Source: an optimization exercise on an open RTL-to-GDS flow (aim: small area, a short achievable clock period and few clock cycles). Production flows keep margins and buffers that such runs may drop. The RTL was checked by simulation tests, not by an equivalence proof against the original design. Power and IR drop assume default switching activity.

// pvc_decoder
module pvc_decoder (
    input  wire        clk,
    input  wire        rst,
    input  wire        s_valid,
    output wire        s_ready,
    input  wire [19:0] s_last,
    input  wire [19:0] s_desc,
    input  wire        s_eob,
    input  wire [13:0] s_bits,
    input  wire        b_valid,
    output wire        b_ready,
    input  wire [19:0] b_data,
    output reg         r_valid,
    output reg  [19:0] r_value,
    output reg         v_valid,
    output reg         v_ok,
    output wire [13:0] v_used
);
export LEC_CHECK = 0
export ABC_AREA = 1
export CAP_MARGIN = 20
export CORE_MARGIN = 2
export CORE_UTILIZATION = 40
export CTS_CLUSTER_DIAMETER = 250
export CTS_CLUSTER_SIZE = 18
export SLEW_MARGIN = 20
export SYNTH_HIERARCHICAL = 1
export TNS_END_PERCENT = 5
create_clock -name core_clock -period 12.0 [get_ports {clk}]
standard.sh (not shown) runs the stock make flow with config.mk's settings and CLKGATE_MAP_FILE= SYNTH_SCRIPT=/design/flow/synth_recipe.tcl, a recipe that flattens the netlist after the stock synthesis.
==> flow/flow/run.sh <==
#!/bin/bash
set -euo pipefail
export SETUP_SLACK_MARGIN=7.6
bash standard.sh > standard_flow.log 2>&1
The starting point finished clean.
Testbench counts at the start, summed over its fixed seeds: cycles 31,734.
Edit:
==> flow/flow/run.sh (replaced) <==
#!/bin/bash
set -euo pipefail
export SETUP_SLACK_MARGIN=8
export BUFFER_PORTS_ARGS="-buffer_cell sky130_fd_sc_hd__buf_4"
bash standard.sh > standard_flow.log 2>&1
--- a/flow/config.mk
+++ b/flow/config.mk
@@ -15,2 +15,2 @@
 export SYNTH_HIERARCHICAL = 1
-export TNS_END_PERCENT = 5
+export TNS_END_PERCENT = 1
Outcome: The changed run completed without violations; count of clock-buffer cells in the layout is unchanged; critical path depth climbs by 28; hold slack gets worse by 0.0041 ns; synthesized cell count does not change; die area does not change; combinational power stays flat; register-to-register slack gets better by 0.07 ns; wire length stays flat; non-clock buffer count increases by 2; global-route usage rose by 0.21 points; utilization came out lower by 0.55 points.


Setup of north:
pvc_decoder again, from the RTL that the note above started with.
==> flow/config.mk <==
export PLATFORM = sky130hd
export DESIGN_NAME = pvc_decoder
export DESIGN_NICKNAME = pvc_decoder
export VERILOG_FILES = /design/flow/design.v
export SDC_FILE = /design/flow/constraint.sdc
export NUM_CORES = 4
export LEC_CHECK = 0
export ABC_AREA = 1
export CAP_MARGIN = 20
export CORE_MARGIN = 2
export CORE_UTILIZATION = 40
export CTS_CLUSTER_DIAMETER = 250
export CTS_CLUSTER_SIZE = 18
export SLEW_MARGIN = 20
export SYNTH_HIERARCHICAL = 1
export TNS_END_PERCENT = 5
==> flow/constraint.sdc <==
create_clock -name core_clock -period 12.0 [get_ports {clk}]
set_input_delay 2.4000 -clock core_clock [delete_from_list [all_inputs] [get_ports {clk}]]
set_output_delay 2.4000 -clock core_clock [all_outputs]
set_load 0.01 [all_outputs]
==> flow/flow/run.sh <==
#!/bin/bash
set -euo pipefail
export SETUP_SLACK_MARGIN=8.2
bash standard.sh > standard_flow.log 2>&1
In summary, north completed successfully, with a layout that passed the timing, DRC and antenna checks.
Testbench counts of north, summed over its fixed seeds: cycles 31,734.
[inputs] south vs north
==> flow/flow/run.sh <==
#!/bin/bash
set -euo pipefail
export SETUP_SLACK_MARGIN=8
bash standard.sh > standard_flow.log 2>&1
Results
Against north as the reference, south delivers a lower via density per instance.
Taking north as the reference, in south switching share of power roughly the same; worst max-slew margin expressed relative to the limit now smaller; combinational group share of total power now sits lower.
Critical path depth (north / south): 0.912
Per the comparison of south with north, worst setup slack ~0 delta; met3 layer usage reported by global route closely matched the old numbers; post-cts repair resize count moved down.
[inputs] east vs south
==> flow/flow/run.sh <==
#!/bin/bash
set -euo pipefail
export SETUP_SLACK_MARGIN=8
export BUFFER_PORTS_ARGS="-buffer_cell sky130_fd_sc_hd__buf_4"
bash standard.sh > standard_flow.log 2>&1
Results
- Across south and east, the outcome is the same: a clean finish for every run.
- Diff south..east | routing usage on met1 | negligible
- Taking south as the reference, in east power shows a reduction of 1.0%; post-route standard cell area excluding fillers shows a reduction of 200 um2; post-route non-filler standard cell count shows no meaningful change; clock power share shows a reduction of 0.2 points.
- The count of clock-buffer cells in the layout of east falls short of that of south by 1.
- Sum of routed wire length over all layers shrinks slightly when moving from south to east.
[inputs] west vs east
Settings: a change of TNS_END_PERCENT from 5 to 1.
==> flow/flow/run.sh <==
#!/bin/bash
set -euo pipefail
export SETUP_SLACK_MARGIN=8
bash standard.sh > standard_flow.log 2>&1
- west: flow completed, timing, DRC and antenna clean
- west ended with more overall routed net length than east.
- west vs. east: buffering overhead went up by 0.93 points.
- east → west: number of clock buffers in the layout shows an increase of 4.0%; worst endpoint required time saw a decrease.
- Design area (west over east): increase, 160 um2
- Where placed wire-length estimate is concerned, east is better than west.
- Sequential share of layout area for west: 0.26 points down relative to east
- For west, the capture point of the critical path was s0[6], unlike east, where it was sr.
- east and west ended up with roughly the same logic gate share of total power.
- | overall power of the completed layout | lower: east |
- Sort west and east by pre-CTS worst setup slack, descending, and east comes first.
- On area share of xor/xnor cells in the synthesized design, east tracks west almost exactly.

==> what the ideal ports hide <==
How much do the figures lean on ideal ports? The routed layouts below were timed once more, with nothing changed but the port constraints. Step 1 (the two cells are an assumption about what drives the block):
set clk [get_ports {clk}]
set_driving_cell -lib_cell sky130_fd_sc_hd__clkbuf_16 $clk
set_driving_cell -lib_cell sky130_fd_sc_hd__buf_2 [delete_from_list [all_inputs] $clk]
Step 2, shift: input delay + t, output delay - t, t = (earliest + latest rising clock arrival at the registers) / 2. This alone moves slack from input paths to output paths. Slacks: no drivers / after step 1 / after step 2; pairs: no drivers / after step 1.
| run | t, ns | setup WS [ns] | worst slew at a driven data input, ns | cell pins on the clock port's net |
|---|---|---|---|---|
| the first run of note 1 | 0.556 | 7.722 / 7.670 / 7.578 | 0.04 | 1 |
| the second run of note 1 | 0.563 | 7.927 / 7.927 / 7.927 | 0.04 | 1 |
| north | 0.574 | 8.003 / 7.954 / 7.567 | 0.04 | 1 |
| south | 0.571 | 8.000 / 7.947 / 7.569 | 0.04 | 1 |
| east | 0.564 | 7.920 / 7.920 / 7.920 | 0.04 | 1 |
| west | 0.568 | 7.990 / 7.952 / 7.589 | 0.04 | 1 |
After both steps every run listed still meets setup and hold. For north, which loses most, drivers alone change the setup slack by -0.049 ns; drivers and shift together by -0.436 ns.
